This is an optimization exercise on Yosys and OpenROAD, whose aim is small area, a short achievable clock period and few clock cycles, not a production implementation. Power is estimated from default activity; no workload was simulated.

==> inputs of v1 <==
==> flow/design.v (excerpt) <==
module frer_rec (
    input             clk,
    input             rst,
    input             in_valid,
    output reg        in_ready,
    input      [2:0]  in_op,
    input      [1:0]  in_flow,
    input             in_tagged,
    input      [15:0] in_seq,
    input      [31:0] in_now,
    input      [3:0]  in_addr,
    input      [31:0] in_data,
    output reg        out_valid,
    input             out_ready,
    output reg        out_pass,
    output reg [31:0] out_data
);
export LEC_CHECK = 0
export CAP_MARGIN = 20
export CORE_MARGIN = 2
export CORE_UTILIZATION = 40
export CTS_BUF_LIST = sky130_fd_sc_hd__clkbuf_8
export CTS_CLUSTER_SIZE = 20
export SLEW_MARGIN = 20
create_clock -name core_clock -period 15.0 [get_ports {clk}]
standard.sh (not shown) runs the stock make flow with config.mk's settings and CLKGATE_MAP_FILE= SYNTH_SCRIPT=/design/flow/synth_recipe.tcl, a recipe that flattens the netlist after the stock synthesis.
==> flow/flow/run.sh <==
#!/bin/bash
# Standard layout, with timing repair aiming for extra setup slack.
set -euo pipefail
MARGIN=$(cat flow/margin.txt)
sed "s/\"\\\${@:-finish}\"/SETUP_SLACK_MARGIN=$MARGIN \"\${@:-finish}\"/" standard.sh > standard_margin.sh
grep -q "SETUP_SLACK_MARGIN=$MARGIN" standard_margin.sh
bash standard_margin.sh > make_finish.log 2>&1
==> flow/flow/margin.txt <==
10
==> inputs of v21, as changes to v1 <==
--- a/flow/design.v
+++ b/flow/design.v
@@ -24,77 +24,31 @@
     localparam [2:0] V_DUP     = 3'd1;
     localparam [2:0] V_ROGUE   = 3'd2;
     localparam [2:0] V_TL_PASS = 3'd3;
     localparam [2:0] V_TL_DROP = 3'd4;
     localparam [2:0] V_NO_FLOW = 3'd5;
     wire accept = in_valid && in_ready;
-    function msb32(input [31:0] a, input [31:0] b, input [31:0] c, input cin, input cin2);
-        reg [31:0] x, y, g, p, gn, pn;
-        integer st, k;
-        begin
-            x = a ^ b ^ c;
-            y = {(a[30:0] & b[30:0]) | (a[30:0] & c[30:0]) | (b[30:0] & c[30:0]), cin};
-            g = x & y;
-            p = x ^ y;
-            g[0] = g[0] | (p[0] & cin2);
-            for (st = 1; st < 32; st = st * 2) begin
-                gn = g;
-                pn = p;
-                for (k = st; k < 32; k = k + 1) begin
-                    gn[k] = g[k] | (p[k] & g[k-st]);
-                    pn[k] = p[k] & p[k-st];
-                end
-                g = gn;
-                p = pn;
-            end
-            msb32 = x[31] ^ y[31] ^ g[30];
-        end
-    endfunction
-    function msb16(input [15:0] a, input [15:0] b, input [15:0] c, input cin, input cin2);
-        reg [15:0] x, y, g, p, gn, pn;
-        integer st, k;
-        begin
-            x = a ^ b ^ c;
-            y = {(a[14:0] & b[14:0]) | (a[14:0] & c[14:0]) | (b[14:0] & c[14:0]), cin};
-            g = x & y;
-            p = x ^ y;
-            g[0] = g[0] | (p[0] & cin2);
-            for (st = 1; st < 16; st = st * 2) begin
-                gn = g;
-                pn = p;
-                for (k = st; k < 16; k = k + 1) begin
-                    gn[k] = g[k] | (p[k] & g[k-st]);
-                    pn[k] = p[k] & p[k-st];
-                end
-                g = gn;
-                p = pn;
-            end
-            msb16 = x[15] ^ y[15] ^ g[14];
-        end
-    endfunction
     reg        rst_q;
     reg        v1;
     reg [2:0]  op1;
     reg [1:0]  fl1;
     reg        tag1;
     reg [15:0] seq1;
     reg [31:0] now1;
     reg [3:0]  addr1;
     reg [31:0] data1;
-    reg        byp;           
     always @(posedge clk) begin
         rst_q <= rst;
         v1    <= accept && !rst;
         op1   <= in_op;
         fl1   <= in_flow;
         tag1  <= in_tagged;
         seq1  <= in_seq;
         now1  <= in_now;
         addr1 <= in_addr;
         data1 <= in_data;
-        byp   <= v1 && !rst && in_flow == fl1;
     end
     reg [6:0]  sg_hlen;
     reg        sg_hlen_ok;
     reg        sg_alg, sg_tns, sg_len;
     reg [15:0] sg_rms;
     reg [15:0] sg_lediff;
@@ -211,32 +165,26 @@
                 p_paths[i]  <= rst_q ? 3'd0 : sg_paths;
                 p_plim[i]   <= rst_q ? 26'd0 : sg_plim;
                 p_lerst[i]  <= rst_q ? 8'd0 : sg_lerst;
             end
         end
     end
+    wire byp = v2 && fl2 == fl1;
     wire [31:0] nrl  = ~{6'd0, t_rlim};
     wire [31:0] npl  = ~{6'd0, t_plim};
-    wire        sp0  = msb32(now1, ~t_pass_us, 32'd0, 1'b1, 1'b0);
-    wire        sq0  = msb32(now1, ~t_pass_us, nrl, 1'b1, 1'b0);
+    wire [31:0] sp0  = now1 - t_pass_us;
+    wire [31:0] sq0  = now1 + ~t_pass_us + nrl + 32'd1;
     wire [31:0] sp1  = now1 - now2;
     wire [31:0] sq1  = now1 + ~now2 + nrl + 32'd1;
-    wire        tp0  = msb32(now1, ~t_le_t, 32'd0, 1'b1, 1'b0);
-    wire        tq0  = msb32(now1, ~t_le_t, npl, 1'b1, 1'b1);
+    wire [31:0] tp0  = now1 - t_le_t;
+    wire [31:0] tq0  = now1 + ~t_le_t + npl + 32'd2;
     wire [31:0] tq1  = now1 + ~now2 + npl + 32'd2;
     wire [15:0] d0  = seq1 - t_rcv;
     wire [15:0] n0  = t_rcv - seq1;
     wire [15:0] d1  = seq1 - seq2;
     wire [15:0] n1  = seq2 - seq1;
-    wire [15:0] nh  = ~{9'd0, t_hlen};
-    wire [15:0] seq1_m1 = seq1 - 16'd1;
-    wire        d0_neg  = msb16(seq1, ~t_rcv, 16'd0, 1'b1, 1'b0);
-    wire        d0_ge   = !msb16(seq1, ~t_rcv, nh, 1'b1, 1'b1);
-    wire        n0_ge   = !msb16(t_rcv, ~seq1, nh, 1'b1, 1'b1);
-    wire        d0_zero = seq1 == t_rcv;
-    wire        d0_one  = seq1_m1 == t_rcv;
     wire [15:0] f_rcv    = (byp && x_commit) ? 16'd0 : (byp && nx_rcv) ? seq2 : t_rcv;
     wire [31:0] f_passus = (byp && x_commit) ? 32'd0 : (byp && nx_pass) ? now2 : t_pass_us;
     wire [31:0] f_let    = (byp && nx_let) ? now2 : t_le_t;
     reg  [31:0] rd_p;
     always @* begin
         case (addr1[2:0])
@@ -267,19 +215,19 @@
         x_len    <= t_len;
         x_paths  <= t_paths;
         x_lerst_m1 <= t_lerst - 8'd1;
         x_lediff <= t_lediff;
         x_hlen   <= t_hlen;
         x_rdp    <= rd_p;
-        x_to     <= {!sp1[31] && !sq1[31], !sp0 && !sq0};
-        x_td     <= {!sp1[31] && !tq1[31], !tp0 && !tq0};
+        x_to     <= {!sp1[31] && !sq1[31], !sp0[31] && !sq0[31]};
+        x_td     <= {!sp1[31] && !tq1[31], !tp0[31] && !tq0[31]};
         x_rogue  <= {d1[15] ? (n1 >= {9'd0, t_hlen}) : (d1 >= {9'd0, t_hlen}),
-                     d0_neg ? n0_ge : d0_ge};
-        x_dzero  <= {d1 == 16'd0, d0_zero};
-        x_dle0   <= {d1[15] || d1 == 16'd0, d0_neg || d0_zero};
-        x_done   <= {d1 == 16'd1, d0_one};
+                     d0[15] ? (n0 >= {9'd0, t_hlen}) : (d0 >= {9'd0, t_hlen})};
+        x_dzero  <= {d1 == 16'd0, d0 == 16'd0};
+        x_dle0   <= {d1[15] || d1 == 16'd0, d0[15] || d0 == 16'd0};
+        x_done   <= {d1 == 16'd1, d0 == 16'd1};
         x_nd0    <= n0[5:0];
         x_nd1    <= n1[5:0];
         x_dd0    <= d0[5:0];
         x_dd1    <= d1[5:0];
         x_k0     <= t_hlen[5:0] - d0[5:0];
         x_k1     <= t_hlen[5:0] - d1[5:0];
@@ -302,31 +250,17 @@
     wire        d_one     = sel_rcv ? x_done[1]  : x_done[0];
     wire [5:0]  nd        = sel_rcv ? x_nd1 : x_nd0;
     wire [5:0]  dd        = sel_rcv ? x_dd1 : x_dd0;
     wire [5:0]  kk        = sel_rcv ? x_k1  : x_k0;
     wire [63:0] win;          
     wire [63:0] from_k;       
-    wire [8:0]  wa_lt, wa_eq;     
-    wire [7:0]  wb_lt;            
-    wire [7:0]  ka_gt, ka_eq;     
-    wire [7:0]  kb_ge;            
-    genvar gj, ga, gb;
+    genvar gj;
     generate
-        for (ga = 0; ga < 9; ga = ga + 1) begin : g_wa
-            assign wa_lt[ga] = ga < x_hlen[6:3];
-            assign wa_eq[ga] = ga == x_hlen[6:3];
-        end
-        for (gb = 0; gb < 8; gb = gb + 1) begin : g_wb
-            assign wb_lt[gb] = gb < x_hlen[2:0];
-            assign kb_ge[gb] = gb >= kk[2:0];
-            assign ka_gt[gb] = gb > kk[5:3];
-            assign ka_eq[gb] = gb == kk[5:3];
-        end
         for (gj = 0; gj < 64; gj = gj + 1) begin : g_win
-            assign win[gj]    = wa_lt[gj/8] || (wa_eq[gj/8] && wb_lt[gj%8]);
-            assign from_k[gj] = ka_gt[gj/8] || (ka_eq[gj/8] && kb_ge[gj%8]);
+            assign win[gj]    = gj < x_hlen;
+            assign from_k[gj] = gj >= kk;
         end
     endgenerate
     wire        hbit0   = S_hist[x_nd0];
     wire        hbit1   = S_hist[x_nd1];
     wire        hbit    = sel_rcv ? hbit1 : hbit0;
     wire        v_dup   = d_le0 && hbit;
@@ -506,28 +440,19 @@
     wire [31:0] cf_lat_rst = c_lat_rst[fl3];
     wire [6:0] lost_sum = {3'd0, lpc3[3:0]}   + {3'd0, lpc3[7:4]}   +
                           {3'd0, lpc3[11:8]}  + {3'd0, lpc3[15:12]} +
                           {3'd0, lpc3[19:16]} + {3'd0, lpc3[23:20]} +
                           {3'd0, lpc3[27:24]} + {3'd0, lpc3[31:28]};
     wire [6:0] lost_add = lost3 ? lost_sum : 7'd0;
-    function [31:0] lost_next(input [31:0] c, input [6:0] a);
-        reg [7:0]  lo;
-        reg [24:0] hi1;
-        begin
-            lo  = {1'b0, c[6:0]} + {1'b0, a};
-            hi1 = c[31:7] + 25'd1;
-            lost_next = {lo[7] ? hi1 : c[31:7], lo[6:0]};
-        end
-    endfunction
     integer l;
     always @(posedge clk) begin
         for (l = 0; l < 4; l = l + 1) begin
             if (rst_q || (sel3[l] && clr3))
                 c_lost[l] <= 32'd0;
-            else if (sel3[l])
-                c_lost[l] <= lost_next(c_lost[l], lost_add);
+            else
+                c_lost[l] <= c_lost[l] + {25'd0, sel3[l] ? lost_add : 7'd0};
         end
     end
     wire        c_clr = rst_q || clr3;
     wire [31:0] nc_passed  = c_clr ? 32'd0 : cf_passed  + {31'd0, inc3[7]};
     wire [31:0] nc_disc    = c_clr ? 32'd0 : cf_disc    + {31'd0, inc3[6]};
     wire [31:0] nc_ooo     = c_clr ? 32'd0 : cf_ooo     + {31'd0, inc3[5]};
==> flow/config.mk (replaced) <==
export PLATFORM = sky130hd
export DESIGN_NAME = frer_rec
export DESIGN_NICKNAME = frer_rec
export VERILOG_FILES = /design/flow/design.v
export SDC_FILE = /design/flow/constraint.sdc
export NUM_CORES = 4
export LEC_CHECK = 0
export CAP_MARGIN = 20
export CORE_MARGIN = 2
export CORE_UTILIZATION = 40
export SLEW_MARGIN = 20
==> summary of the runs <==
- Of v1 and v21, v21 has the higher wire length (gap 0.75%, measured against v21).
- Against v21, the via count of v1 is larger by 1.5%.
- Of v1 and v21, v21 has the higher critical path depth (gap 1).
- Between v1 and v21, the lower maximum frequency is in v21 (gap about 0.28%, measured against v21).
- In design area, v21 and v1 hardly differ.
- Between v1 and v21, the lower clock power is in v1 (gap about 11%, measured against v21).
- Between v21 and v1, the lower sequential share of layout area is in v1 (gap 0.078 points).
- Against v1, the total power of v21 is larger by about 4%.
No run of this note included a check of the RTL's function; only the layout flow was run.

re-timing with driven ports:
The flow's constraints put no driver on any port. The routed layouts listed below were extracted and timed again, unchanged, in two steps.
Step 1 assumes that a clkbuf_16 drives the clock port and a buf_2 every other input.
Step 2 moves the port delays by t, midway between the first and last clock arrival at a register: inputs arrive t later, outputs are due t later. That takes back most of the time a late clock gives input paths.
Three values: ideal, step 1, step 2; two values: the first two.
| run | t, ns | setup slack, ns | hold slack, ns | worst setup path after step 2 | pins driven straight from the clock port |
|---|---|---|---|---|---|
| v1 | 1.243 | 9.756 / 9.756 / 9.359 | 0.325 / 0.325 / 0.325 | input to register | 1 |
| v21 | 1.014 | 9.742 / 9.742 / 9.318 | 0.330 / 0.330 / 0.330 | input to register | 1 |
After both steps every run listed still meets setup and hold. The setup slack of v21, which loses most, moves by 0.000 ns with the drivers and by -0.424 ns with both steps.
